Source: an optimization exercise on an open RTL-to-GDS flow (aim: small area, a short achievable clock period and few clock cycles per item). Production flows keep margins and buffers that such runs may drop. No run shown here included a check of the RTL's function; only the layout flow was run.

[flow/run.sh]
#!/bin/bash
set -euo pipefail
bash standard.sh "BUFFER_PORTS_ARGS=-buffer_cell sky130_fd_sc_hd__buf_1" finish > flow_make.log 2>&1
[standard.sh]
#!/bin/bash
# synth_recipe.tcl (not shown) runs the flow's synth.tcl, then flattens the netlist and writes it again
# the make line also repeats each setting of config.mk as NAME=value (left out here)
make -C /OpenROAD-flow-scripts/flow DESIGN_CONFIG=/design/flow/config.mk WORK_HOME=/design/flow/orfs CLKGATE_MAP_FILE= SYNTH_SCRIPT=/design/flow/synth_recipe.tcl "${@:-finish}"
[config.mk]
export PLATFORM = sky130hd
export DESIGN_NAME = prl_tag_engine
export DESIGN_NICKNAME = prl_tag_engine
export VERILOG_FILES = /design/flow/design.v
export SDC_FILE = /design/flow/constraint.sdc
export NUM_CORES = 8
export LEC_CHECK = 0
export CAP_MARGIN = 20
export CORE_MARGIN = 2
export CORE_UTILIZATION = 40
export CTS_CLUSTER_DIAMETER = 100
export CTS_CLUSTER_SIZE = 20
export PLACE_DENSITY = 0.6
export SETUP_SLACK_MARGIN = 4.9
export SLEW_MARGIN = 20
export SYNTH_HIERARCHICAL = 1
[constraint.sdc]
create_clock -name core_clock -period 8.0 [get_ports {clk}]
set_input_delay 1.6000 -clock core_clock [delete_from_list [all_inputs] [get_ports {clk}]]
set_output_delay 1.6000 -clock core_clock [all_outputs]
set_load 0.01 [all_outputs]
[design.v]
module aes_sbox_a (
    input  wire [7:0]  a,
    output wire [13:0] m
);
    sbx_x2 g1 (.a(a[7]), .b(a[4]), .y(m[9]));
    sbx_x2 g2 (.a(a[7]), .b(a[2]), .y(m[2]));
    wire T3;
    sbx_x2 g3 (.a(a[7]), .b(a[1]), .y(T3));
    wire T4;
    sbx_x2 g4 (.a(a[4]), .b(a[2]), .y(T4));
    wire T5;
    sbx_x2 g5 (.a(a[3]), .b(a[1]), .y(T5));
    sbx_x2 g6 (.a(m[9]), .b(T5), .y(m[1]));
    wire T7;
    sbx_x2 g7 (.a(a[6]), .b(a[5]), .y(T7));
    sbx_x2 g8 (.a(a[0]), .b(m[1]), .y(m[4]));
    sbx_x2 g9 (.a(a[0]), .b(T7), .y(m[7]));
    wire T10;
    sbx_x2 g10 (.a(T7), .b(m[1]), .y(T10));
    wire T11;
    sbx_x2 g11 (.a(a[6]), .b(a[2]), .y(T11));
    wire T12;
    sbx_x2 g12 (.a(a[5]), .b(a[2]), .y(T12));
    wire T13;
    sbx_x2 g13 (.a(T3), .b(T4), .y(T13));
    sbx_x2 g14 (.a(T11), .b(m[1]), .y(m[8]));
    wire T15;
    sbx_x2 g15 (.a(T5), .b(T11), .y(T15));
    sbx_x2 g16 (.a(T5), .b(T12), .y(m[0]));
    wire T17;
    sbx_x2 g17 (.a(m[7]), .b(m[0]), .y(T17));
    wire X1;
    sbx_x2 g18 (.a(a[4]), .b(a[0]), .y(X1));
    sbx_x2 g19 (.a(T7), .b(X1), .y(m[6]));
    wire T20;
    sbx_x2 g20 (.a(m[9]), .b(m[6]), .y(T20));
    wire X2;
    sbx_x2 g21 (.a(a[1]), .b(a[0]), .y(X2));
    wire T22;
    sbx_x2 g22 (.a(T7), .b(X2), .y(T22));
    sbx_x2 g23 (.a(m[2]), .b(T22), .y(m[3]));
    sbx_x2 g24 (.a(T3), .b(m[0]), .y(m[5]));
    wire T27;
    sbx_x2 g25 (.a(m[9]), .b(T12), .y(T27));
    wire M1_n;
    sbx_na2 g26 (.a(T13), .b(m[1]), .y(M1_n));
    wire M2_n;
    sbx_na2 g27 (.a(m[3]), .b(m[4]), .y(M2_n));
    wire M4_n;
    sbx_na2 g28 (.a(m[6]), .b(a[0]), .y(M4_n));
    wire M6_n;
    sbx_na2 g29 (.a(T3), .b(m[0]), .y(M6_n));
    wire M7_n;
    sbx_na2 g30 (.a(T22), .b(m[7]), .y(M7_n));
    wire M9_n;
    sbx_na2 g31 (.a(T20), .b(T17), .y(M9_n));
    wire M11_n;
    sbx_na2 g32 (.a(m[9]), .b(T15), .y(M11_n));
    wire M12_n;
    sbx_na2 g33 (.a(T4), .b(T27), .y(M12_n));
    wire M13;
    sbx_x2 g34 (.a(M12_n), .b(M11_n), .y(M13));
    wire M14_n;
    sbx_na2 g35 (.a(m[2]), .b(T10), .y(M14_n));
    wire X3;
    sbx_xn2 g36 (.a(M1_n), .b(m[8]), .y(X3));
    wire X4;
    sbx_xn2 g37 (.a(M2_n), .b(M13), .y(X4));
    wire M20;
    sbx_x2 g38 (.a(X3), .b(X4), .y(M20));
    wire X5;
    sbx_xn2 g39 (.a(m[2]), .b(M4_n), .y(X5));
    wire X6;
    sbx_x2 g40 (.a(M1_n), .b(M11_n), .y(X6));
    wire X7;
    sbx_xn2 g41 (.a(T10), .b(M14_n), .y(X7));
    wire X8;
    sbx_x2 g42 (.a(X5), .b(X6), .y(X8));
    wire M21;
    sbx_x2 g43 (.a(X7), .b(X8), .y(M21));
    wire X9;
    sbx_x2 g44 (.a(M6_n), .b(M7_n), .y(X9));
    wire X10;
    sbx_x2 g45 (.a(m[5]), .b(M13), .y(X10));
    wire M22;
    sbx_x2 g46 (.a(X9), .b(X10), .y(M22));
    wire X11;
    sbx_x2 g47 (.a(M6_n), .b(M11_n), .y(X11));
    wire X12;
    sbx_x2 g48 (.a(T20), .b(T17), .y(X12));
    wire X13;
    sbx_x2 g49 (.a(M9_n), .b(M14_n), .y(X13));
    wire X14;
    sbx_x2 g50 (.a(X11), .b(X12), .y(X14));
    wire M23;
    sbx_x2 g51 (.a(X13), .b(X14), .y(M23));
    wire M24_n;
    sbx_xn2 g52 (.a(M22), .b(M23), .y(M24_n));
    wire M25_n;
    sbx_na2 g53 (.a(M22), .b(M20), .y(M25_n));
    wire M26_n;
    sbx_x2 g54 (.a(M21), .b(M25_n), .y(M26_n));
    wire M27_n;
    sbx_xn2 g55 (.a(M20), .b(M21), .y(M27_n));
    wire M28_n;
    sbx_x2 g56 (.a(M23), .b(M25_n), .y(M28_n));
    wire M29;
    sbx_no2 g57 (.a(M28_n), .b(M27_n), .y(M29));
    wire M30;
    sbx_no2 g58 (.a(M26_n), .b(M24_n), .y(M30));
    wire M31_n;
    sbx_na2 g59 (.a(M20), .b(M23), .y(M31_n));
    wire M32;
    sbx_no2 g60 (.a(M27_n), .b(M31_n), .y(M32));
    wire M34_n;
    sbx_na2 g61 (.a(M21), .b(M22), .y(M34_n));
    wire M35;
    sbx_no2 g62 (.a(M24_n), .b(M34_n), .y(M35));
    sbx_x2 g63 (.a(M21), .b(M29), .y(m[13]));
    wire X15;
    sbx_x2 g64 (.a(M25_n), .b(M27_n), .y(X15));
    sbx_x2 g65 (.a(M32), .b(X15), .y(m[12]));
    sbx_x2 g66 (.a(M23), .b(M30), .y(m[11]));
    wire X16;
    sbx_x2 g67 (.a(M25_n), .b(M24_n), .y(X16));
    sbx_x2 g68 (.a(M35), .b(X16), .y(m[10]));
endmodule
module aes_sbox_b (
    input  wire [13:0] m,
    output wire [7:0]  y
);
    wire T10;
    sbx_x2 g69 (.a(m[7]), .b(m[4]), .y(T10));
    wire T13;
    sbx_x2 g70 (.a(m[6]), .b(m[3]), .y(T13));
    wire T15;
    sbx_x2 g71 (.a(m[9]), .b(m[8]), .y(T15));
    wire T17;
    sbx_x2 g72 (.a(m[7]), .b(m[0]), .y(T17));
    wire T20;
    sbx_x2 g73 (.a(m[9]), .b(m[6]), .y(T20));
    wire T22;
    sbx_x2 g74 (.a(m[3]), .b(m[2]), .y(T22));
    wire T27;
    sbx_x2 g75 (.a(m[1]), .b(m[0]), .y(T27));
    wire T3;
    sbx_x2 g76 (.a(m[5]), .b(m[0]), .y(T3));
    wire T4;
    sbx_x2 g77 (.a(m[9]), .b(m[2]), .y(T4));
    wire U7;
    sbx_x2 g78 (.a(m[4]), .b(m[1]), .y(U7));
    wire M41;
    sbx_x2 g79 (.a(m[12]), .b(m[10]), .y(M41));
    wire M42;
    sbx_x2 g80 (.a(m[13]), .b(m[11]), .y(M42));
    wire M43;
    sbx_x2 g81 (.a(m[13]), .b(m[12]), .y(M43));
    wire M44;
    sbx_x2 g82 (.a(m[11]), .b(m[10]), .y(M44));
    wire M45;
    sbx_x2 g83 (.a(M42), .b(M41), .y(M45));
    wire M46_n;
    sbx_na2 g84 (.a(M44), .b(m[1]), .y(M46_n));
    wire M47_n;
    sbx_na2 g85 (.a(m[10]), .b(m[4]), .y(M47_n));
    wire M48_n;
    sbx_na2 g86 (.a(m[11]), .b(U7), .y(M48_n));
    wire M49_n;
    sbx_na2 g87 (.a(M43), .b(m[0]), .y(M49_n));
    wire M50_n;
    sbx_na2 g88 (.a(m[12]), .b(m[7]), .y(M50_n));
    wire M51_n;
    sbx_na2 g89 (.a(m[13]), .b(T17), .y(M51_n));
    wire M52_n;
    sbx_na2 g90 (.a(M42), .b(T15), .y(M52_n));
    wire M53_n;
    sbx_na2 g91 (.a(M45), .b(T27), .y(M53_n));
    wire M54_n;
    sbx_na2 g92 (.a(M41), .b(T10), .y(M54_n));
    wire M55_n;
    sbx_na2 g93 (.a(M44), .b(T13), .y(M55_n));
    wire M56_n;
    sbx_na2 g94 (.a(m[10]), .b(m[3]), .y(M56_n));
    wire M57_n;
    sbx_na2 g95 (.a(m[11]), .b(m[6]), .y(M57_n));
    wire M58_n;
    sbx_na2 g96 (.a(M43), .b(T3), .y(M58_n));
    wire M59_n;
    sbx_na2 g97 (.a(m[12]), .b(T22), .y(M59_n));
    wire M60_n;
    sbx_na2 g98 (.a(m[13]), .b(T20), .y(M60_n));
    wire M61_n;
    sbx_na2 g99 (.a(M42), .b(m[9]), .y(M61_n));
    wire M62_n;
    sbx_na2 g100 (.a(M45), .b(T4), .y(M62_n));
    wire M63_n;
    sbx_na2 g101 (.a(M41), .b(m[2]), .y(M63_n));
    wire L0;
    sbx_x2 g102 (.a(M61_n), .b(M62_n), .y(L0));
    wire L1;
    sbx_x2 g103 (.a(M50_n), .b(M56_n), .y(L1));
    wire L2;
    sbx_x2 g104 (.a(M46_n), .b(M48_n), .y(L2));
    wire L3;
    sbx_x2 g105 (.a(M47_n), .b(M55_n), .y(L3));
    wire L4;
    sbx_x2 g106 (.a(M54_n), .b(M58_n), .y(L4));
    wire X1;
    sbx_x2 g107 (.a(M49_n), .b(M61_n), .y(X1));
    wire L6;
    sbx_xn2 g108 (.a(M62_n), .b(X1), .y(L6));
    wire L7;
    sbx_xn2 g109 (.a(M46_n), .b(L3), .y(L7));
    wire L8;
    sbx_x2 g110 (.a(M51_n), .b(M59_n), .y(L8));
    wire L9;
    sbx_x2 g111 (.a(M52_n), .b(M53_n), .y(L9));
    wire L10;
    sbx_xn2 g112 (.a(M53_n), .b(L4), .y(L10));
    wire L11;
    sbx_xn2 g113 (.a(M60_n), .b(L2), .y(L11));
    wire X2;
    sbx_xn2 g114 (.a(M55_n), .b(L1), .y(X2));
    wire X3;
    sbx_x2 g115 (.a(X2), .b(L6), .y(X3));
    sbx_x2 g116 (.a(L9), .b(X3), .y(y[7]));
    wire X4;
    sbx_xn2 g117 (.a(M56_n), .b(L0), .y(X4));
    wire X5;
    sbx_x2 g118 (.a(L7), .b(L9), .y(X5));
    sbx_xn2 g119 (.a(X4), .b(X5), .y(y[6]));
    wire X6;
    sbx_x2 g120 (.a(M63_n), .b(M52_n), .y(X6));
    wire X7;
    sbx_xn2 g121 (.a(M61_n), .b(L4), .y(X7));
    wire X8;
    sbx_x2 g122 (.a(X6), .b(L11), .y(X8));
    sbx_xn2 g123 (.a(X7), .b(X8), .y(y[5]));
    wire X9;
    sbx_x2 g124 (.a(L1), .b(L6), .y(X9));
    sbx_x2 g125 (.a(L7), .b(X9), .y(y[4]));
    wire X10;
    sbx_xn2 g126 (.a(L1), .b(M48_n), .y(X10));
    wire X11;
    sbx_xn2 g127 (.a(M51_n), .b(L3), .y(X11));
    wire X12;
    sbx_x2 g128 (.a(X10), .b(L0), .y(X12));
    sbx_x2 g129 (.a(X11), .b(X12), .y(y[3]));
    wire X13;
    sbx_xn2 g130 (.a(M57_n), .b(L1), .y(X13));
    wire X14;
    sbx_x2 g131 (.a(X13), .b(L6), .y(X14));
    wire X15;
    sbx_x2 g132 (.a(L10), .b(L11), .y(X15));
    sbx_x2 g133 (.a(X14), .b(X15), .y(y[2]));
    wire X16;
    sbx_xn2 g134 (.a(M50_n), .b(L8), .y(X16));
    wire X17;
    sbx_x2 g135 (.a(L0), .b(L10), .y(X17));
    sbx_xn2 g136 (.a(X16), .b(X17), .y(y[1]));
    wire X18;
    sbx_xn2 g137 (.a(M58_n), .b(L8), .y(X18));
    wire X19;
    sbx_x2 g138 (.a(L2), .b(L6), .y(X19));
    sbx_xn2 g139 (.a(X18), .b(X19), .y(y[0]));
endmodule
module aes_sbox (
    input  wire [7:0] a,
    output wire [7:0] y
);
    wire [13:0] m;
    aes_sbox_a u_a (.a(a), .m(m));
    aes_sbox_b u_b (.m(m), .y(y));
endmodule
module sbx_x2 (input wire a, input wire b, output wire y);
    assign y = a ^ b;
endmodule
module sbx_xn2 (input wire a, input wire b, output wire y);
    assign y = ~(a ^ b);
endmodule
module sbx_na2 (input wire a, input wire b, output wire y);
    assign y = ~(a & b);
endmodule
module sbx_no2 (input wire a, input wire b, output wire y);
    assign y = ~(a | b);
endmodule
module sbx_an2 (input wire a, input wire b, output wire y);
    assign y = ~a & b;
endmodule
module aes_round_a (
    input  wire [127:0] state_in,
    output wire [223:0] mid
);
    genvar i;
    generate
        for (i = 0; i < 16; i = i + 1) begin : g_sub
            aes_sbox_a u_sbox (.a(state_in[127 - 8*i -: 8]), .m(mid[223 - 14*i -: 14]));
        end
    endgenerate
endmodule
module aes_round_b #(
    parameter LOAD = 1             
) (
    input  wire [223:0] mid,
    input  wire [127:0] add_in,
    input  wire         keep,
    output wire [127:0] state_out,
    output wire [127:0] sub_out        
);
    wire [7:0] sb [0:15];
    wire [7:0] sr [0:15];
    genvar i, j;
    generate
        for (i = 0; i < 16; i = i + 1) begin : g_sub
            aes_sbox_b u_sbox (.m(mid[223 - 14*i -: 14]), .y(sb[i]));
        end
    endgenerate
    generate
        for (i = 0; i < 16; i = i + 1) begin : g_shift
            assign sr[i] = sb[(i + 4 * (i % 4)) % 16];
            assign sub_out[127 - 8*i -: 8] = sr[i];
        end
    endgenerate
    generate
        for (i = 0; i < 4; i = i + 1) begin : g_mix
            wire [7:0] a [0:3];       
            wire [7:0] p [0:3];
            wire [7:0] v [0:3];       
            wire [7:0] w [0:3];       
            wire [7:0] q [0:3];       
            genvar k;
            for (k = 0; k < 4; k = k + 1) begin : g_byte
                for (j = 0; j < 8; j = j + 1) begin : g_bit
                    if (LOAD != 0) begin : g_gate
                        sbx_na2 u_g (.a(sr[4*i + k][j]), .b(keep), .y(a[k][j]));
                    end else begin : g_pass
                        assign a[k][j] = sr[4*i + k][j];
                    end
                end
            end
            for (k = 0; k < 4; k = k + 1) begin : g_col
                for (j = 0; j < 8; j = j + 1) begin : g_bit
                    sbx_x2 u_p (.a(a[k][j]), .b(a[(k + 1) % 4][j]), .y(p[k][j]));
                    sbx_x2 u_v (.a(a[(k + 1) % 4][j]), .b(add_in[127 - 32*i - 8*k - 7 + j]), .y(v[k][j]));
                end
                for (j = 0; j < 8; j = j + 1) begin : g_out
                    if (j == 0) begin : g_q0
                        sbx_x2 u_q (.a(p[k][7]), .b(p[(k + 2) % 4][0]), .y(q[k][0]));
                    end else begin : g_qj
                        sbx_x2 u_q (.a(p[k][j-1]), .b(p[(k + 2) % 4][j]), .y(q[k][j]));
                    end
                    if (j == 1 || j == 3 || j == 4) begin : g_r
                        sbx_x2 u_w (.a(v[k][j]), .b(p[k][7]), .y(w[k][j]));
                    end else begin : g_n
                        assign w[k][j] = v[k][j];
                    end
                    if (LOAD != 0) begin : g_inv
                        sbx_xn2 u_b (.a(q[k][j]), .b(w[k][j]), .y(state_out[127 - 32*i - 8*k - 7 + j]));
                    end else begin : g_pos
                        sbx_x2 u_b (.a(q[k][j]), .b(w[k][j]), .y(state_out[127 - 32*i - 8*k - 7 + j]));
                    end
                end
            end
        end
    endgenerate
endmodule
module aes256_key_step_a #(
    parameter ROT = 1              
) (
    input  wire [127:0] prev,
    input  wire [127:0] last,
    input  wire [7:0]   rcon,
    output wire [7:0]   p0_hi,     
    output wire [95:0]  p123,      
    output wire [55:0]  mid
);
    wire [31:0] w3  = last[31:0];
    wire [31:0] rot = ROT != 0 ? {w3[23:0], w3[31:24]} : w3;
    aes_sbox_a u_s0 (.a(rot[31:24]), .m(mid[55:42]));
    aes_sbox_a u_s1 (.a(rot[23:16]), .m(mid[41:28]));
    aes_sbox_a u_s2 (.a(rot[15:8]),  .m(mid[27:14]));
    aes_sbox_a u_s3 (.a(rot[7:0]),   .m(mid[13:0]));
    wire [31:0] rc  = ROT != 0 ? {rcon, 24'h000000} : 32'h00000000;
    wire [31:0] w0  = prev[127:96];
    wire [31:0] w01 = w0 ^ prev[95:64];
    wire [31:0] w02 = w01 ^ prev[63:32];
    wire [31:0] w03 = w01 ^ (prev[63:32] ^ prev[31:0]);
    assign p0_hi = w0[31:24] ^ rc[31:24];
    assign p123  = {w01 ^ rc, w02 ^ rc, w03 ^ rc};
endmodule
module aes256_key_step_b #(
    parameter LOAD = 1             
) (
    input  wire [127:0] p,
    input  wire [55:0]  mid,
    input  wire         load,
    input  wire         gate,
    input  wire [127:0] load_val,
    output wire [127:0] next
);
    wire [31:0] sub;
    aes_sbox_b u_s0 (.m(mid[55:42]), .y(sub[31:24]));
    aes_sbox_b u_s1 (.m(mid[41:28]), .y(sub[23:16]));
    aes_sbox_b u_s2 (.m(mid[27:14]), .y(sub[15:8]));
    aes_sbox_b u_s3 (.m(mid[13:0]),  .y(sub[7:0]));
    wire [127:0] base = (LOAD != 0 && load) ? load_val : p;
    wire [31:0]  s    = sub & {32{~(LOAD != 0 && gate)}};
    assign next = {s, s, s, s} ^ base;
endmodule
module prl_ring_logic (
    input  wire [127:0] st_a,
    input  wire [255:0] kst_a,
    input  wire [223:0] mid_a,
    input  wire [127:0] krk_a,
    input  wire [127:0] kp_a,
    input  wire [55:0]  kmid_a,
    input  wire [127:0] st_b,
    input  wire [255:0] kst_b,
    input  wire [223:0] mid_b,
    input  wire [127:0] krk_b,
    input  wire [127:0] kp_b,
    input  wire [55:0]  kmid_b,
    input  wire [7:0]   rcon,      
    input  wire         b1_pk,     
    input  wire         ld,        
    input  wire         ldm,       
    input  wire         park_in,   
    input  wire         park_on,   
    input  wire [255:0] slot_key,  
    input  wire [127:0] msg_k1,    
    output wire [223:0] mid_a_n,
    output wire [127:0] kp_a_n,
    output wire [55:0]  kmid_a_n,
    output wire [127:0] st_b_n,
    output wire [255:0] kst_b_n,
    output wire [223:0] mid_b_n,
    output wire [127:0] kp_b_n,
    output wire [55:0]  kmid_b_n,
    output wire [127:0] st_a_n,
    output wire [255:0] kst_a_n,
    output wire [127:0] fin       
);
    aes_round_a u_ra1 (.state_in(st_a), .mid(mid_a_n));
    wire [7:0]   kp_a_n0;
    wire [95:0]  kp_a_n123;
    aes256_key_step_a #(.ROT(1)) u_ka1 (
        .prev     (kst_a[255:128]),
        .last     (kst_a[127:0]),
        .rcon     (rcon),
        .p0_hi    (kp_a_n0),
        .p123     (kp_a_n123),
        .mid      (kmid_a_n)
    );
    assign kp_a_n = {kp_a_n0, kst_a[247:224], kp_a_n123};
    wire [127:0] sub_a_unused;
    aes_round_b #(.LOAD(0)) u_ra2 (
        .mid       (mid_a),
        .add_in    (krk_a),
        .keep      (1'b1),
        .state_out (st_b_n),
        .sub_out   (sub_a_unused)
    );
    wire [127:0] rk_b_n;
    aes256_key_step_b #(.LOAD(0)) u_ka2 (
        .p        (kp_a),
        .mid      (kmid_a),
        .load     (1'b0),
        .gate     (1'b0),
        .load_val (128'd0),
        .next     (rk_b_n)
    );
    assign kst_b_n = {krk_a, rk_b_n};
    aes_round_a u_rb1 (.state_in(st_b), .mid(mid_b_n));
    wire [7:0]   kp_b_n0_unused;
    wire [95:0]  kp_b_n123;
    aes256_key_step_a #(.ROT(0)) u_kb1 (
        .prev     (kst_b[255:128]),
        .last     (kst_b[127:0]),
        .rcon     (8'h00),
        .p0_hi    (kp_b_n0_unused),
        .p123     (kp_b_n123),
        .mid      (kmid_b_n)
    );
    assign kp_b_n = {kst_b[255:224], b1_pk ? kst_b[223:194] : kp_b_n123[95:66], kp_b_n123[65:0]};
    wire [127:0] kst_hi_n = ld ? slot_key[255:128] : krk_b;
    wire [127:0] sub_b;
    aes_round_b #(.LOAD(1)) u_rb2 (
        .mid       (mid_b),
        .add_in    (kst_hi_n ^ (msg_k1 & {128{ldm}})),
        .keep      (!ld),
        .state_out (st_a_n),
        .sub_out   (sub_b)
    );
    assign fin = sub_b ^ krk_b;
    wire [127:0] rk_a_n;
    aes256_key_step_b #(.LOAD(1)) u_kb2 (
        .p        (kp_b),
        .mid      (kmid_b),
        .load     (ld || park_in),
        .gate     (ld || park_in || park_on),
        .load_val ({park_in ? fin[127:66] : slot_key[127:66], slot_key[65:0]}),
        .next     (rk_a_n)
    );
    assign kst_a_n = {kst_hi_n, rk_a_n};
endmodule
module prl_tag_engine (
    input  wire         clk,
    input  wire         rst,           
    input  wire         cmd_valid,
    output wire         cmd_ready,
    input  wire [1:0]   cmd_op,        
    input  wire [1:0]   cmd_ksel,      
    input  wire [255:0] cmd_key,       
    input  wire [47:0]  cmd_frame,     
    input  wire [4:0]   cmd_pair,
    input  wire [7:0]   cmd_place,
    input  wire [7:0]   cmd_where,
    input  wire [3:0]   cmd_elem,
    input  wire [11:0]  cmd_obj,
    input  wire [2:0]   cmd_kind,
    input  wire [7:0]   cmd_state,
    output wire         tag_valid,
    input  wire         tag_ready,
    output wire [63:0]  tag,
    output wire         key_a_present,
    output wire         key_b_present
);
    localparam [1:0] OP_TAG   = 2'd0;
    localparam [1:0] OP_LOAD  = 2'd1;
    localparam [1:0] OP_CLEAR = 2'd2;
    localparam integer RUN = 11, PL = 10, SB = 9, OK = 8, PK = 7;
    localparam integer CW = 12;
    reg [255:0] key_a, key_b;
    reg [127:0] l_a, l_b;
    reg         key_a_ok, key_b_ok;
    reg         crdy;          
    reg         tgt;           
    reg [1:0]   op_q;          
    reg [1:0]   ksel_q;
    reg         sel;           
    reg         lpend;         
    reg         lpb;
    reg [62:0]  t_q;           
    reg         t_v;
    reg [3:0]   nsq;           
    reg [3:0]   hsq;           
    wire fire    = crdy && cmd_valid;
    wire do_tag  = fire && op_q == OP_TAG;
    wire do_load = fire && op_q == OP_LOAD && !ksel_q[1];
    wire key_wr  = crdy && op_q == OP_LOAD && !ksel_q[1];
    wire do_clr  = fire && op_q == OP_CLEAR;
    wire slot_ok = !ksel_q[1] && (ksel_q[0] ? key_b_ok : key_a_ok);
    function has_tag;
        input [CW-1:0] c;
        has_tag = (c[RUN] && c[2:0] == 3'd7 && !c[PL]) || c[PK];
    endfunction
    function lbusy;
        input [CW-1:0] c;
        input       s;
        lbusy = c[RUN] && c[PL] && c[SB] == s;
    endfunction
    function [7:0] rcon_of;
        input [2:0] it;
        case (it)
            3'd1:    rcon_of = 8'h01;
            3'd2:    rcon_of = 8'h02;
            3'd3:    rcon_of = 8'h04;
            3'd4:    rcon_of = 8'h08;
            3'd5:    rcon_of = 8'h10;
            3'd6:    rcon_of = 8'h20;
            3'd7:    rcon_of = 8'h40;
            default: rcon_of = 8'h00;
        endcase
    endfunction
    wire [255:0] slot_key = sel ? key_b : key_a;
    wire [127:0] slot_l   = sel ? l_b : l_a;
    wire [127:0] cmd_msg = {cmd_frame, 3'b000, cmd_pair, cmd_place, cmd_where,
                            4'h0, cmd_elem, 4'h0, cmd_obj, 5'b00000, cmd_kind,
                            cmd_state, 16'h0000};
    wire [127:0] k1      = {slot_l[126:0], 1'b0} ^ (slot_l[127] ? 128'h87 : 128'h0);
    wire [127:0] msg_k1  = cmd_msg ^ k1;
    reg [CW-1:0] c_a1_0, c_a2_0, c_b1_0, c_b2_0;
    reg [127:0] st_a_0, st_b_0;
    reg [255:0] kst_a_0, kst_b_0;
    reg [223:0] mid_a_0, mid_b_0;
    reg [127:0] krk_a_0, krk_b_0;
    reg [127:0] kp_a_0, kp_b_0;
    reg [55:0]  kmid_a_0, kmid_b_0;
    reg         ld_0;          
    reg         ldm_0;         
    reg         lst_0;         
    reg         dl_0;          
    reg         park_in_0;     
    reg         park_on_0;     
    reg [7:0]   rcon_0;        
    wire [223:0] mid_a_n_0, mid_b_n_0;
    wire [127:0] kp_a_n_0, kp_b_n_0, st_b_n_0, st_a_n_0, fin_0;
    wire [55:0]  kmid_a_n_0, kmid_b_n_0;
    wire [255:0] kst_b_n_0, kst_a_n_0;
    prl_ring_logic u_ring_0 (
        .st_a (st_a_0), .kst_a (kst_a_0), .mid_a (mid_a_0), .krk_a (krk_a_0),
        .kp_a (kp_a_0), .kmid_a (kmid_a_0),
        .st_b (st_b_0), .kst_b (kst_b_0), .mid_b (mid_b_0), .krk_b (krk_b_0),
        .kp_b (kp_b_0), .kmid_b (kmid_b_0),
        .rcon (rcon_0), .b1_pk (c_b1_0[PK]), .ld (ld_0), .ldm (ldm_0),
        .park_in (park_in_0), .park_on (park_on_0),
        .slot_key (slot_key), .msg_k1 (msg_k1),
        .mid_a_n (mid_a_n_0), .kp_a_n (kp_a_n_0), .kmid_a_n (kmid_a_n_0),
        .st_b_n (st_b_n_0), .kst_b_n (kst_b_n_0),
        .mid_b_n (mid_b_n_0), .kp_b_n (kp_b_n_0), .kmid_b_n (kmid_b_n_0),
        .st_a_n (st_a_n_0), .kst_a_n (kst_a_n_0), .fin (fin_0)
    );
    wire m_last_0 = c_b2_0[RUN] && c_b2_0[2:0] == 3'd7;
    wire l_wr_0   = m_last_0 && c_b2_0[PL];
    reg [CW-1:0] c_a1_n_0;
    always @(*) begin
        if (lst_0)
            c_a1_n_0 = {1'b1, 1'b1, lpb, 1'b0, 1'b0, 4'd0, 3'd1};
        else if (do_tag && tgt == 1'b0)
            c_a1_n_0 = {1'b1, 1'b0, ksel_q[0], slot_ok, 1'b0, nsq, 3'd1};
        else if (has_tag(c_b2_0) && !dl_0)
            c_a1_n_0 = {1'b0, 1'b0, c_b2_0[SB], c_b2_0[OK], 1'b1, c_b2_0[6:3], 3'd0};
        else if (c_b2_0[RUN] && !m_last_0)
            c_a1_n_0 = {c_b2_0[CW-1:3], c_b2_0[2:0] + 3'd1};
        else
            c_a1_n_0 = {CW{1'b0}};
    end
    wire dl_n_0      = has_tag(c_b1_0) && c_b1_0[6:3] == hsq_n && !t_v_n;
    wire park_in_n_0 = has_tag(c_b1_0) && !c_b1_0[PK] && !dl_n_0;
    wire park_on_n_0 = c_b1_0[PK] && !dl_n_0;
    wire free_n_0    = (!c_b1_0[RUN] && !c_b1_0[PK]) || dl_n_0;
    wire [62:0] tin_0 = {c_b2_0[OK] & c_b2_0[SB],
                         (c_b2_0[PK] ? kp_b_0[127:66] : fin_0[127:66]) & {62{c_b2_0[OK]}}};
    reg [CW-1:0] c_a1_1, c_a2_1, c_b1_1, c_b2_1;
    reg [127:0] st_a_1, st_b_1;
    reg [255:0] kst_a_1, kst_b_1;
    reg [223:0] mid_a_1, mid_b_1;
    reg [127:0] krk_a_1, krk_b_1;
    reg [127:0] kp_a_1, kp_b_1;
    reg [55:0]  kmid_a_1, kmid_b_1;
    reg         ld_1;          
    reg         ldm_1;         
    reg         lst_1;         
    reg         dl_1;          
    reg         park_in_1;     
    reg         park_on_1;     
    reg [7:0]   rcon_1;        
    wire [223:0] mid_a_n_1, mid_b_n_1;
    wire [127:0] kp_a_n_1, kp_b_n_1, st_b_n_1, st_a_n_1, fin_1;
    wire [55:0]  kmid_a_n_1, kmid_b_n_1;
    wire [255:0] kst_b_n_1, kst_a_n_1;
    prl_ring_logic u_ring_1 (
        .st_a (st_a_1), .kst_a (kst_a_1), .mid_a (mid_a_1), .krk_a (krk_a_1),
        .kp_a (kp_a_1), .kmid_a (kmid_a_1),
        .st_b (st_b_1), .kst_b (kst_b_1), .mid_b (mid_b_1), .krk_b (krk_b_1),
        .kp_b (kp_b_1), .kmid_b (kmid_b_1),
        .rcon (rcon_1), .b1_pk (c_b1_1[PK]), .ld (ld_1), .ldm (ldm_1),
        .park_in (park_in_1), .park_on (park_on_1),
        .slot_key (slot_key), .msg_k1 (msg_k1),
        .mid_a_n (mid_a_n_1), .kp_a_n (kp_a_n_1), .kmid_a_n (kmid_a_n_1),
        .st_b_n (st_b_n_1), .kst_b_n (kst_b_n_1),
        .mid_b_n (mid_b_n_1), .kp_b_n (kp_b_n_1), .kmid_b_n (kmid_b_n_1),
        .st_a_n (st_a_n_1), .kst_a_n (kst_a_n_1), .fin (fin_1)
    );
    wire m_last_1 = c_b2_1[RUN] && c_b2_1[2:0] == 3'd7;
    wire l_wr_1   = m_last_1 && c_b2_1[PL];
    reg [CW-1:0] c_a1_n_1;
    always @(*) begin
        if (lst_1)
            c_a1_n_1 = {1'b1, 1'b1, lpb, 1'b0, 1'b0, 4'd0, 3'd1};
        else if (do_tag && tgt == 1'b1)
            c_a1_n_1 = {1'b1, 1'b0, ksel_q[0], slot_ok, 1'b0, nsq, 3'd1};
        else if (has_tag(c_b2_1) && !dl_1)
            c_a1_n_1 = {1'b0, 1'b0, c_b2_1[SB], c_b2_1[OK], 1'b1, c_b2_1[6:3], 3'd0};
        else if (c_b2_1[RUN] && !m_last_1)
            c_a1_n_1 = {c_b2_1[CW-1:3], c_b2_1[2:0] + 3'd1};
        else
            c_a1_n_1 = {CW{1'b0}};
    end
    wire dl_n_1      = has_tag(c_b1_1) && c_b1_1[6:3] == hsq_n && !t_v_n;
    wire park_in_n_1 = has_tag(c_b1_1) && !c_b1_1[PK] && !dl_n_1;
    wire park_on_n_1 = c_b1_1[PK] && !dl_n_1;
    wire free_n_1    = (!c_b1_1[RUN] && !c_b1_1[PK]) || dl_n_1;
    wire [62:0] tin_1 = {c_b2_1[OK] & c_b2_1[SB],
                         (c_b2_1[PK] ? kp_b_1[127:66] : fin_1[127:66]) & {62{c_b2_1[OK]}}};
    wire       dl_any = dl_0 || dl_1;
    wire       t_v_n  = dl_any || (t_v && !tag_ready);
    wire [3:0] hsq_n  = hsq + {3'b000, dl_any};
    wire lpend_n = (lpend && !(lst_0 || lst_1)) || do_load;
    wire lpb_n   = do_load ? ksel_q[0] : lpb;
    wire lst_n_0 = lpend_n && free_n_0;
    wire lst_n_1 = lpend_n && !free_n_0 && free_n_1;
    wire lbusy_a = (lpend_n && !lpb_n) ||
                   lbusy(c_a1_n_0, 1'b0) || lbusy(c_a1_0, 1'b0) ||
                   lbusy(c_a2_0, 1'b0)   || lbusy(c_b1_0, 1'b0) ||
                   lbusy(c_a1_n_1, 1'b0) || lbusy(c_a1_1, 1'b0) ||
                   lbusy(c_a2_1, 1'b0)   || lbusy(c_b1_1, 1'b0);
    wire lbusy_b = (lpend_n && lpb_n) ||
                   lbusy(c_a1_n_0, 1'b1) || lbusy(c_a1_0, 1'b1) ||
                   lbusy(c_a2_0, 1'b1)   || lbusy(c_b1_0, 1'b1) ||
                   lbusy(c_a1_n_1, 1'b1) || lbusy(c_a1_1, 1'b1) ||
                   lbusy(c_a2_1, 1'b1)   || lbusy(c_b1_1, 1'b1);
    wire lconf   = (cmd_op == OP_TAG && !cmd_ksel[1] && (cmd_ksel[0] ? lbusy_b : lbusy_a)) ||
                   (cmd_op == OP_LOAD && (lbusy_a || lbusy_b));
    always @(posedge clk) begin
        op_q   <= cmd_op;
        ksel_q <= cmd_ksel;
        sel    <= (lst_n_0 || lst_n_1) ? lpb_n : cmd_ksel[0];
        lpb    <= lpb_n;
        tgt    <= !free_n_0;
        mid_a_0  <= mid_a_n_0;
        krk_a_0  <= kst_a_0[127:0];
        kp_a_0   <= kp_a_n_0;
        kmid_a_0 <= kmid_a_n_0;
        st_b_0   <= st_b_n_0;
        kst_b_0  <= kst_b_n_0;
        mid_b_0  <= mid_b_n_0;
        krk_b_0  <= kst_b_0[127:0];
        kp_b_0   <= kp_b_n_0;
        kmid_b_0 <= kmid_b_n_0;
        st_a_0   <= st_a_n_0;
        kst_a_0  <= kst_a_n_0;
        mid_a_1  <= mid_a_n_1;
        krk_a_1  <= kst_a_1[127:0];
        kp_a_1   <= kp_a_n_1;
        kmid_a_1 <= kmid_a_n_1;
        st_b_1   <= st_b_n_1;
        kst_b_1  <= kst_b_n_1;
        mid_b_1  <= mid_b_n_1;
        krk_b_1  <= kst_b_1[127:0];
        kp_b_1   <= kp_b_n_1;
        kmid_b_1 <= kmid_b_n_1;
        st_a_1   <= st_a_n_1;
        kst_a_1  <= kst_a_n_1;
        if (key_wr && !ksel_q[0]) key_a <= cmd_key;
        if (key_wr &&  ksel_q[0]) key_b <= cmd_key;
        if ((l_wr_0 && !c_b2_0[SB]) || (l_wr_1 && !c_b2_1[SB])) l_a <= l_wr_0 ? fin_0 : fin_1;
        if ((l_wr_0 &&  c_b2_0[SB]) || (l_wr_1 &&  c_b2_1[SB])) l_b <= l_wr_0 ? fin_0 : fin_1;
        if (dl_any) t_q <= dl_0 ? tin_0 : tin_1;
        if (rst) begin
            crdy     <= 1'b0;
            key_a_ok <= 1'b0;
            key_b_ok <= 1'b0;
            lpend    <= 1'b0;
            t_v      <= 1'b0;
            nsq      <= 4'd0;
            hsq      <= 4'd0;
            c_a1_0     <= {CW{1'b0}};
            c_a2_0     <= {CW{1'b0}};
            c_b1_0     <= {CW{1'b0}};
            c_b2_0     <= {CW{1'b0}};
            ld_0       <= 1'b1;
            ldm_0      <= 1'b0;
            lst_0      <= 1'b0;
            dl_0       <= 1'b0;
            park_in_0  <= 1'b0;
            park_on_0  <= 1'b0;
            rcon_0     <= 8'h00;
            c_a1_1     <= {CW{1'b0}};
            c_a2_1     <= {CW{1'b0}};
            c_b1_1     <= {CW{1'b0}};
            c_b2_1     <= {CW{1'b0}};
            ld_1       <= 1'b1;
            ldm_1      <= 1'b0;
            lst_1      <= 1'b0;
            dl_1       <= 1'b0;
            park_in_1  <= 1'b0;
            park_on_1  <= 1'b0;
            rcon_1     <= 8'h00;
        end else begin
            crdy  <= cmd_valid && !fire && (free_n_0 || free_n_1) &&
                     !lst_n_0 && !lst_n_1 && !lconf;
            lpend <= lpend_n;
            t_v   <= t_v_n;
            hsq   <= hsq_n;
            if (do_tag) nsq <= nsq + 4'd1;
            if (do_load && !ksel_q[0]) key_a_ok <= 1'b1;
            if (do_load &&  ksel_q[0]) key_b_ok <= 1'b1;
            if (do_clr) begin
                key_a_ok <= 1'b0;
                key_b_ok <= 1'b0;
            end
            c_a1_0     <= c_a1_n_0;
            c_a2_0     <= c_a1_0;
            c_b1_0     <= c_a2_0;
            c_b2_0     <= c_b1_0;
            ld_0       <= free_n_0;
            ldm_0      <= free_n_0 && !lst_n_0;
            lst_0      <= lst_n_0;
            dl_0       <= dl_n_0;
            park_in_0  <= park_in_n_0;
            park_on_0  <= park_on_n_0;
            rcon_0     <= rcon_of(c_a1_n_0[2:0]);
            c_a1_1     <= c_a1_n_1;
            c_a2_1     <= c_a1_1;
            c_b1_1     <= c_a2_1;
            c_b2_1     <= c_b1_1;
            ld_1       <= free_n_1;
            ldm_1      <= free_n_1 && !lst_n_1;
            lst_1      <= lst_n_1;
            dl_1       <= dl_n_1;
            park_in_1  <= park_in_n_1;
            park_on_1  <= park_on_n_1;
            rcon_1     <= rcon_of(c_a1_n_1[2:0]);
        end
    end
    assign cmd_ready     = crdy;
    assign tag_valid     = t_v;
    assign tag           = {1'b0, t_q};
    assign key_a_present = key_a_ok;
    assign key_b_present = key_b_ok;
endmodule
==> summary.md, run 1 <==
| Metric | Value |
|---|---|
| Status | no timing/DRC/antenna violations |
| Die W | just under 800 um |
| Post-Synthesis Cells | 22600 |
| Post-DRT Antenna Nets | 0 |
| Worst min path class | register to register |
| Initial Utilization | between 40 and 50% |
| Slew margin rel. | a little over a tenth |
| Initial DRC count | between 15000 and 20000 |
| Commonest non-fill, non-tap cells in the layout | xor2_1, dfxtp_1, nand2_1 |
| Final Wtd Congestion | about 1.1 |
| CTS Root Cell | clkbuf_16 |
| Share of layout cells above drive strength 1 | 25.4% |
| Via-to-Cell Ratio | 4.96 |
| Max FO, Critical Path | 6 |
| Critical path buffers and inverters | 1 |
| Commonest non-fill, non-tap cell in the layout | xor2_1 |
| Least-Margin Pin Slew | 1.33 ns |
| Dpl hpwl | between 800 and 900 mm |
| H-Tree Depth | 5 |
| Post-synthesis cell area | roughly 240000 um^2 |
| Final setup viols | 0 |
| Largest net degree at the start of global routing | ~110 |
| Die Span Y | 786 um |
| Row Count | roughly 290 |
| Layout area overhead | 23.5% |
| Via count of the first global-routing pass | approximately 150k |
| Antenna violations before repair | between 100 and 150 |
| Fmax | around 0.27 GHz |
| Min cycle time layout | between 3 and 4 ns |
| CTS Buf Count | approximately 280 |
| WS Path Type | register to primary output |
| Finished Layout Cells | 32100 |
| Input/output buffers | 426 |
| Warnings from Yosys | 9 |
| Maxcap violations | 0 |
| RSZ-0062 raised after global routing | yes |
| Hold-fix buffers, CTS | 0 |
| DR pass1 iterations | 6 |
| TritonCTS clock tree | done |
| Critical path's largest stage delay | 0.88 ns |
| DR vias | between 150k and 200k |
| # clock sinks | between 4000 and 5000 |
| Critical Path Slowest Stage Cell | edfxtp_1 |
| Drt drc | 0 |
| CP cell instances | buf_1 |
| Critical Path AT | 2.15 ns |
| Top delay family on crit path | flip-flops |
| Final Hold Viols | 0 |
| IO Count | approximately 430 |
| Core area | about 600000 um^2 |
| GR Overflow Total | 0 |
| Die area | just over 600000 um^2 |
| Critical Path End Type | primary output |
| Placed insts | just over 30000 |
| Fill count | between 50000 and 60000 |
| Routed wire length per instance | approximately 32 um |
| Final period util | between 40 and 50% |
| Worst endpoint required time | 6.40 ns |
| Startpoint Class | register |
| Setup Skew | between 0.07 and 0.08 ns |
| Post-Syn Area per Cell | around 11 um^2 |
| Setup tns final | 0 ns |
| Later-pin clock latency in the skew report | slightly above 1 ns |
| Global-route total usage across every layer | 32.0% |
| # nets final | around 24000 |
| Total Wirelength | between 1000 and 1500 mm |
| Clock-pin slew on the worst setup and hold paths | around 0.09 ns |
| Max Slew Vio Count | 0 |
| Clock Tree Buf Depth | 4 |
| Global-route wire length before repair | about 1300 mm |
-- final cells by class --
cell class                 count  area [um^2]  share of cell area (%)
multi-input combinational  17200       168000                    55.5
inverter                      64          260                  0.0861
timing repair buffer        1573        13100                    4.32
clock buffer                 400         7640                    2.53
sequential                  4653       102000                    33.9
timing repair inverter         2         10.0                 0.00331
clock inverter                55          782                   0.259
tap                         8092        10100                    3.35
antenna                       57          143                  0.0472
-- registers in the layout, indices dropped and copies added, names as in the netlist, 224 cells and up --
| signal | count |
|---|---|
| key_b | 256 |
| mid_a_0 | 224 |
| kst_a_0 | 256 |
| mid_b_0 | 224 |
| kst_a_1 | 256 |
| mid_b_1 | 224 |
| kst_b_1 | 256 |
| mid_a_1 | 224 |
| kst_b_0 | 256 |
| key_a | 256 |
-- path summary, 6_finish.rpt --
path	depth (start not counted)	to	slack, ns	start
setup / recovery	1	tag[7]	4.25	t_q[7]
hold / removal	0	krk_b_0[109]	0.31	kst_b_0[109]
setup reg to reg	13	t_q[31]	4.69	mid_b_1[12]
hold reg to reg	0	krk_b_0[109]	0.31	kst_b_0[109]
-- stage by stage --
stage | hold WS, ns | setup WS [ns] | util, % | cell area, um^2
floorplan | 0.310 | 3.12 | - | 245000
CTS | 0.316 | 4.24 | 46.7 | 285000
global route | 0.325 | 4.32 | 49.5 | 302000
detailed placement | 0.312 | 3.77 | 41.9 | 256000
global placement | 0.310 | 3.44 | 41.9 | 256000
finish | 0.309 | 4.25 | 49.5 | 302000
-- what timing repair did --
action / CTS / global route
buffers inserted: 573 / 286
gates resized for setup: 2244 / 2182
gates cloned: 7 / 4
pin swaps: 512 / 587
setup endpoints to repair: 1550 / 1183
-- routing by layer --
layer | track usage [%] | routed length [um] | up-vias
met2 | 44.7 | 416000 | 7024
met1 | 43.3 | 427000 | 79900
li1 | - | - | 70900
met5 | 0 | 218 | -
met4 | 20.7 | 81800 | 34
met3 | 8.66 | 108000 | 1503
==> inputs of run 2 (changes only) <==
--- a/config.mk
+++ b/config.mk
@@ -12,5 +12,5 @@
 export CTS_CLUSTER_SIZE = 20
 export PLACE_DENSITY = 0.6
-export SETUP_SLACK_MARGIN = 4.9
+export SETUP_SLACK_MARGIN = 4.8
 export SLEW_MARGIN = 20
 export SYNTH_HIERARCHICAL = 1
==> summary.md, run 2 <==
| Metric | Value |
|---|---|
| Finished Layout Cells | 31900 (-0.57%) |
| Total Wirelength | 1000 mm (-3.0%) |
| Place WS | 3.61 ns (-0.167 ns) |
| Critical Path Slowest Stage Cell | edfxtp_1 |
| Via-to-Cell Ratio | 4.98 (+0.28%) |
| CTS Root Cell | clkbuf_16 |
| Die W | 786 um (unchanged) |
| Initial DRC count | 17400 (-0.81%) |
| Final period util | 47.3% (+0.47 points) |
| Warnings from Yosys | 9 (unchanged) |
| TritonCTS clock tree | done |
| GR Overflow Total | 0 (unchanged) |
| Post-DRT Antenna Nets | 0 (unchanged) |
| Status | no timing/DRC/antenna violations |
| Dpl hpwl | 833 mm (-2.2%) |
| Later-pin clock latency in the skew report | 1.06 ns (+0.03 ns) |
| Setup tns final | 0 ns (unchanged) |
| Worst path depth | 1 (unchanged) |
| Commonest non-fill, non-tap cells in the layout | xor2_1, dfxtp_1, nand2_1 |
| Via count of the first global-routing pass | 152000 (-1.3%) |
| Final Hold Viols | 0 (unchanged) |
| Clock Tree Buf Depth | 4 (unchanged) |
| DR pass1 iterations | 6 (unchanged) |
| Slew margin rel. | 12.5% (+2.0 points) |
| Routed wire length per instance | 31.4 um (-2.4%) |
| Die area | 618000 um^2 (unchanged) |
| Post-synthesis cell area | 245000 um^2 (unchanged) |
| CTS Buf Count | 283 (+0.71%) |
| Initial Utilization | 40.1% (unchanged) |
| Critical Path End Type | primary output |
| Global-route wire length before repair | 1300 mm (-2.4%) |
| WS Path Type | register to primary output |
| Drt drc | 0 (unchanged) |
| Final setup viols | 0 (unchanged) |
| CP cell instances | buf_1 |
| Commonest non-fill, non-tap cell in the layout | xor2_1 |
| Final Wtd Congestion | 1.07 (+1.4%) |
| Share of layout cells above drive strength 1 | 20.9% (-4.5 points) |
| Core area | 610000 um^2 (unchanged) |
| R2R depth | 8 (-5) |
| Least-Margin Pin Slew | 1.31 ns (-0.0267 ns) |
| Clock-pin slew on the worst setup and hold paths | 0.09 ns (about the same) |
| H-Tree Depth | 5 (unchanged) |
| Input/output buffers | 426 (unchanged) |
| Startpoint Class | register |
| Global-route total usage across every layer | 31.1% (-0.91 points) |
| Largest net degree at the start of global routing | 102 (-3.8%) |
| Post-Synthesis Cells | 22600 (unchanged) |
| Max FO, Critical Path | 9 (+3) |
| Hold path depth | 0 (unchanged) |
| Maxcap violations | 0 (unchanged) |
| Critical path's largest stage delay | 0.91 ns (+0.03 ns) |
| Critical path buffers and inverters | 1 (unchanged) |
| Setup Skew | 0.0672 ns (-0.00818 ns) |
| Layout area overhead | 19.1% |
| Max Slew Vio Count | 0 (unchanged) |
| Hold-fix buffers, CTS | 0 (unchanged) |
| Post-Syn Area per Cell | 10.8 um^2 (unchanged) |
| Placed insts | 30800 (+0.042%) |
| Antenna violations before repair | 141 (-4.7%) |
| Critical Path AT | 2.18 ns (+0.03 ns) |
| Setup ws final | 4.22 ns (-0.0378 ns) |
| Row Count | 287 (unchanged) |
| # nets final | 23900 (-0.99%) |
| Die Span Y | 786 um (unchanged) |
| IO Count | 428 (unchanged) |
| RSZ-0062 raised after global routing | yes |
| Worst endpoint required time | 6.40 ns (about the same) |
| Worst min path class | register to register |
| DR vias | 159000 (-0.29%) |
| Min cycle time layout | 3.78 ns (+0.0378 ns) |
| Top delay family on crit path | flip-flops |
| Fmax | 0.264 GHz (-1.0%) |
| # clock sinks | 4653 (unchanged) |
[run 2: cell type report]
| type | count | area (um^2) |
|---|---|---|
| Fill cell | 55300 | 319000 |
| Multi-Input combinational cell | 17200 | 160000 |
| Sequential cell | 4653 | 102000 |
| Timing Repair Buffer | 1332 | 10400 |
| Tap cell | 8092 | 10100 |
| Clock buffer | 402 | 7720 |
| Clock inverter | 47 | 674 |
| Antenna cell | 123 | 308 |
| Inverter | 64 | 260 |
| Timing Repair inverter | 2 | 16.3 |
[run 2: worst paths after layout]
path,slack (ns),endpoint,start
min reg2reg,0.31,krk_b_0[70],kst_b_0[70]
max reg2reg,4.63,st_a_0[109],sel
max,4.22,tag[5],t_q[5]
min,0.31,krk_b_0[70],kst_b_0[70]
[run 2: metal layers]
metal  global-route usage, %  wire length, um
met4                    21.2            84200
met2                    43.5           401000
met5                       0              611
met3                    7.90            98800
met1                    41.9           418000
[run 2: what timing repair did]
| item | in CTS | in global routing |
|---|---|---|
| pin swaps | 319 | 395 |
| gates cloned | 3 | 1 |
| endpoints found under the setup margin | 1196 | 1017 |
| gates resized for setup | 1460 | 1610 |
| buffers inserted | 348 | 262 |
[run 2: stage by stage]
stage               cell area (um^2)  hold WS [ns]  utilization [%]
detailed placement            256000         0.312             41.9
global route                  292000         0.326             47.8
finish                        292000         0.312             47.8
CTS                           278000         0.315             45.6
global placement              256000         0.310             41.9
floorplan                     245000         0.310                -
==> inputs of run 3 (changes only) <==
--- a/design.v
+++ b/design.v
@@ -542,4 +542,5 @@
     reg         lpb;
     reg [62:0]  t_q;           
+    reg [62:0]  t_r;           
     reg         t_v;
     reg [3:0]   nsq;           
@@ -737,5 +738,6 @@
         if ((l_wr_0 && !c_b2_0[SB]) || (l_wr_1 && !c_b2_1[SB])) l_a <= l_wr_0 ? fin_0 : fin_1;
         if ((l_wr_0 &&  c_b2_0[SB]) || (l_wr_1 &&  c_b2_1[SB])) l_b <= l_wr_0 ? fin_0 : fin_1;
-        if (dl_any) t_q <= dl_0 ? tin_0 : tin_1;
+        t_q <= dl_any ? (dl_0 ? tin_0 : tin_1) : t_r;
+        t_r <= dl_any ? (dl_0 ? tin_0 : tin_1) : t_q;
         if (rst) begin
             crdy     <= 1'b0;
--- a/config.mk
+++ b/config.mk
@@ -12,5 +12,5 @@
 export CTS_CLUSTER_SIZE = 20
 export PLACE_DENSITY = 0.6
-export SETUP_SLACK_MARGIN = 4.8
+export SETUP_SLACK_MARGIN = 4.9
 export SLEW_MARGIN = 20
 export SYNTH_HIERARCHICAL = 1
==> summary.md, run 3 <==
| Metric | Value |
|---|---|
| Status | no timing/DRC/antenna violations |
| Post-route core utilization | 49.2% (+1.4 points) |
| Finished Cell Area | 303000 um^2 (+3.8%) |
| Post-Syn Area per Cell | 10.8 um^2 (-0.16%) |
| Final Hold Viols | 0 (unchanged) |
| Clock Tree Buf Depth | 4 (unchanged) |
| Hold path depth | 0 (unchanged) |
| Final period util | 43.1% (-4.2 points) |
| CTS Buf Count | 287 (+1.4%) |
| Row Count | 288 (+0.35%) |
| HP Start | kst_a_1[64] |
| Setup ws final | 4.56 ns (+0.338 ns) |
| Total Wirelength | 1030 mm (+2.5%) |
| CTS Root Cell | clkbuf_16 |
| Core area | 615000 um^2 (+0.70%) |
| Min cycle time layout | 3.44 ns (-0.338 ns) |
| Layout area overhead | 22.7% |
| Hold-fix buffers, CTS | 0 (unchanged) |
| Fill count | 54700 (-1.0%) |
| Worst R2R End | t_r[14] |
| Antenna violations before repair | 104 (-26%) |
| Post-synthesis cell area | 247000 um^2 (+0.75%) |
| Post-Synthesis Cells | 22800 (+0.90%) |
| Initial Utilization | 40.1% (about the same) |
| Critical Path Slowest Stage Cell | dfxtp_4 |
| Fmax | 0.290 GHz (+9.8%) |
| GR Overflow Total | 0 (unchanged) |
| Global-route wire length before repair | 1340 mm (+2.7%) |
| Critical Path End Type | primary output |
| Least-Margin Pin Slew | 1.39 ns (+0.0826 ns) |
| Critical path's largest stage delay | 0.52 ns (-0.39 ns) |
| Die W | 789 um (+0.37%) |
| Critical Path AT | 1.84 ns (-0.34 ns) |
| Later-pin clock latency in the skew report | 1.14 ns (+0.08 ns) |
| Initial DRC count | 17700 (+2.2%) |
| DR vias | 161000 (+1.1%) |
| Final setup viols | 0 (unchanged) |
| Warnings from Yosys | 9 (unchanged) |
| Finished Layout Cells | 32300 (+1.2%) |
| CP cell instances | buf_6 |
| Via-to-Cell Ratio | 4.97 (about the same) |
| H-Tree Depth | 5 (unchanged) |
| Final Wtd Congestion | 1.08 (+0.86%) |
| Place WS | 3.73 ns (+0.119 ns) |
| TritonCTS clock tree | done |
| RSZ-0062 raised after global routing | yes |
| Die Span Y | 789 um (+0.37%) |
| Drt drc | 0 (unchanged) |
| Setup Skew | 0.124 ns (+0.0572 ns) |
| Top delay family on crit path | flip-flops |
| # nets final | 24300 (+1.6%) |
| Routed wire length per instance | 31.8 um (+1.3%) |
| Footprint of the multi-input gates | 167000 um^2 (+4.4%) |
| Commonest non-fill, non-tap cell in the layout | xor2_1 |
| R2R depth | 5 (-3) |
| Global-route total usage across every layer | 31.6% (+0.49 points) |
| Placed insts | 31000 (+0.65%) |
| Dpl hpwl | 846 mm (+1.6%) |
| IO Count | 428 (unchanged) |
| Startpoint Class | register |
| WS Path Type | register to primary output |
| Worst min path class | register to register |
| Maxcap violations | 0 (unchanged) |
| Input/output buffers | 426 (unchanged) |
| Critical path buffers and inverters | 1 (unchanged) |
| Commonest non-fill, non-tap cells in the layout | xor2_1, dfxtp_1, nand2_1 |
| Clock-pin slew on the worst setup and hold paths | 0.09 ns (about the same) |
| Post-DRT Antenna Nets | 0 (unchanged) |
| Slew margin rel. | 7.37% (-5.1 points) |
| Die area | 623000 um^2 (+0.74%) |
| Setup tns final | 0 ns (unchanged) |
| Max Slew Vio Count | 0 (unchanged) |
| Max FO, Critical Path | 2 (-7) |
| Largest net degree at the start of global routing | 129 (+26%) |
| Worst Hold Endpoint | krk_a_1[64] |
| Share of layout cells above drive strength 1 | 25.0% (+4.1 points) |
| Worst endpoint required time | 6.40 ns (about the same) |
| Area post-placement | 257000 um^2 (+0.68%) |
| Reg2reg start | dl_0 |
| Via count of the first global-routing pass | 155000 (+2.3%) |
| Sequential cell area | 103000 um^2 (+1.2%) |
| DR pass1 iterations | 6 (unchanged) |
| # clock sinks | 4716 (+1.4%) |
| Worst R2R Setup Slack | 4.73 ns (+0.10 ns) |
==> run 3: through the flow <==
step	hold slack (ns)
after floorplan	0.310
after global placement	0.310
after detailed placement	0.312
after CTS	0.264
after global routing	0.276
final	0.248
==> run 3: layer usage <==
metal / track usage (%) / part of all wire (%)
met5: 0.290 / 0.016
met4: 21.0 / 8.3
met3: 7.55 / 9.7
met2: 44.5 / 40
met1: 42.8 / 42
==> run 3: cell type report <==
cell class                 instances  share of cell area (%)
clock buffer                     396                    2.54
timing repair buffer            1537                    4.29
timing repair inverter             1                 0.00165
sequential                      4716                    34.1
clock inverter                    60                   0.309
inverter                          64                  0.0819
tap                             8120                    3.36
antenna                           72                  0.0595
multi-input combinational      17400                    55.3
==> run 3: how the worst max path moves through the flow <==
stage	startpoint	to	slack [ns]	cells past startpoint
6_report	t_q[0]	tag[0]	4.56	1
5_1_grt	t_q[0]	tag[0]	4.59	1
4_1_cts	t_q[0]	tag[0]	4.57	1
3_5_place_dp	mid_b_1[223]	st_a_1[96]	3.73	10
3_3_place_gp	mid_b_1[221]	st_a_1[96]	3.33	10
2_1_floorplan	ksel_q[1]	key_a[0]	3.10	3
==> run 3: what timing repair did <==
| action | 4_1_cts | 5_1_grt |
|---|---|---|
| setup buffers | 519 | 303 |
| resized for setup | 2251 | 2070 |
| setup endpoints to repair | 1598 | 1214 |
| pin swaps | 422 | 550 |
| gates cloned | 7 | 0 |

==> port drivers added, routing unchanged <==
In the flow no input, the clock included, has a driving cell. The finished layouts below were timed again as built, in two steps. Step 1 sets driving cells, clkbuf_16 on the clock port and buf_2 on the other inputs (assumed; they add their load-dependent delay and slew). Step 2 moves the port delays by t, midway between the first and last clock arrival at a register: inputs arrive t later, outputs are due t later. That takes back most of the time a late clock gives input paths. Three values: ideal ports, drivers, drivers and shift; two values: the first two.
| run | shift t [ns] | setup slack, ns | slew at the worst register clock pin (ns) |
|---|---|---|---|
| run 1 | 1.136 | 4.255 / 4.130 / 4.053 | 0.10 / 0.10 |
| run 2 | 1.148 | 4.217 / 4.086 / 4.146 | 0.10 / 0.10 |
| run 3 | 1.192 | 4.555 / 4.443 / 4.055 | 0.11 / 0.11 |
After both steps setup and hold are still met in every run listed. For run 3, which loses most, drivers alone change the setup slack by -0.112 ns; drivers and shift together by -0.500 ns.
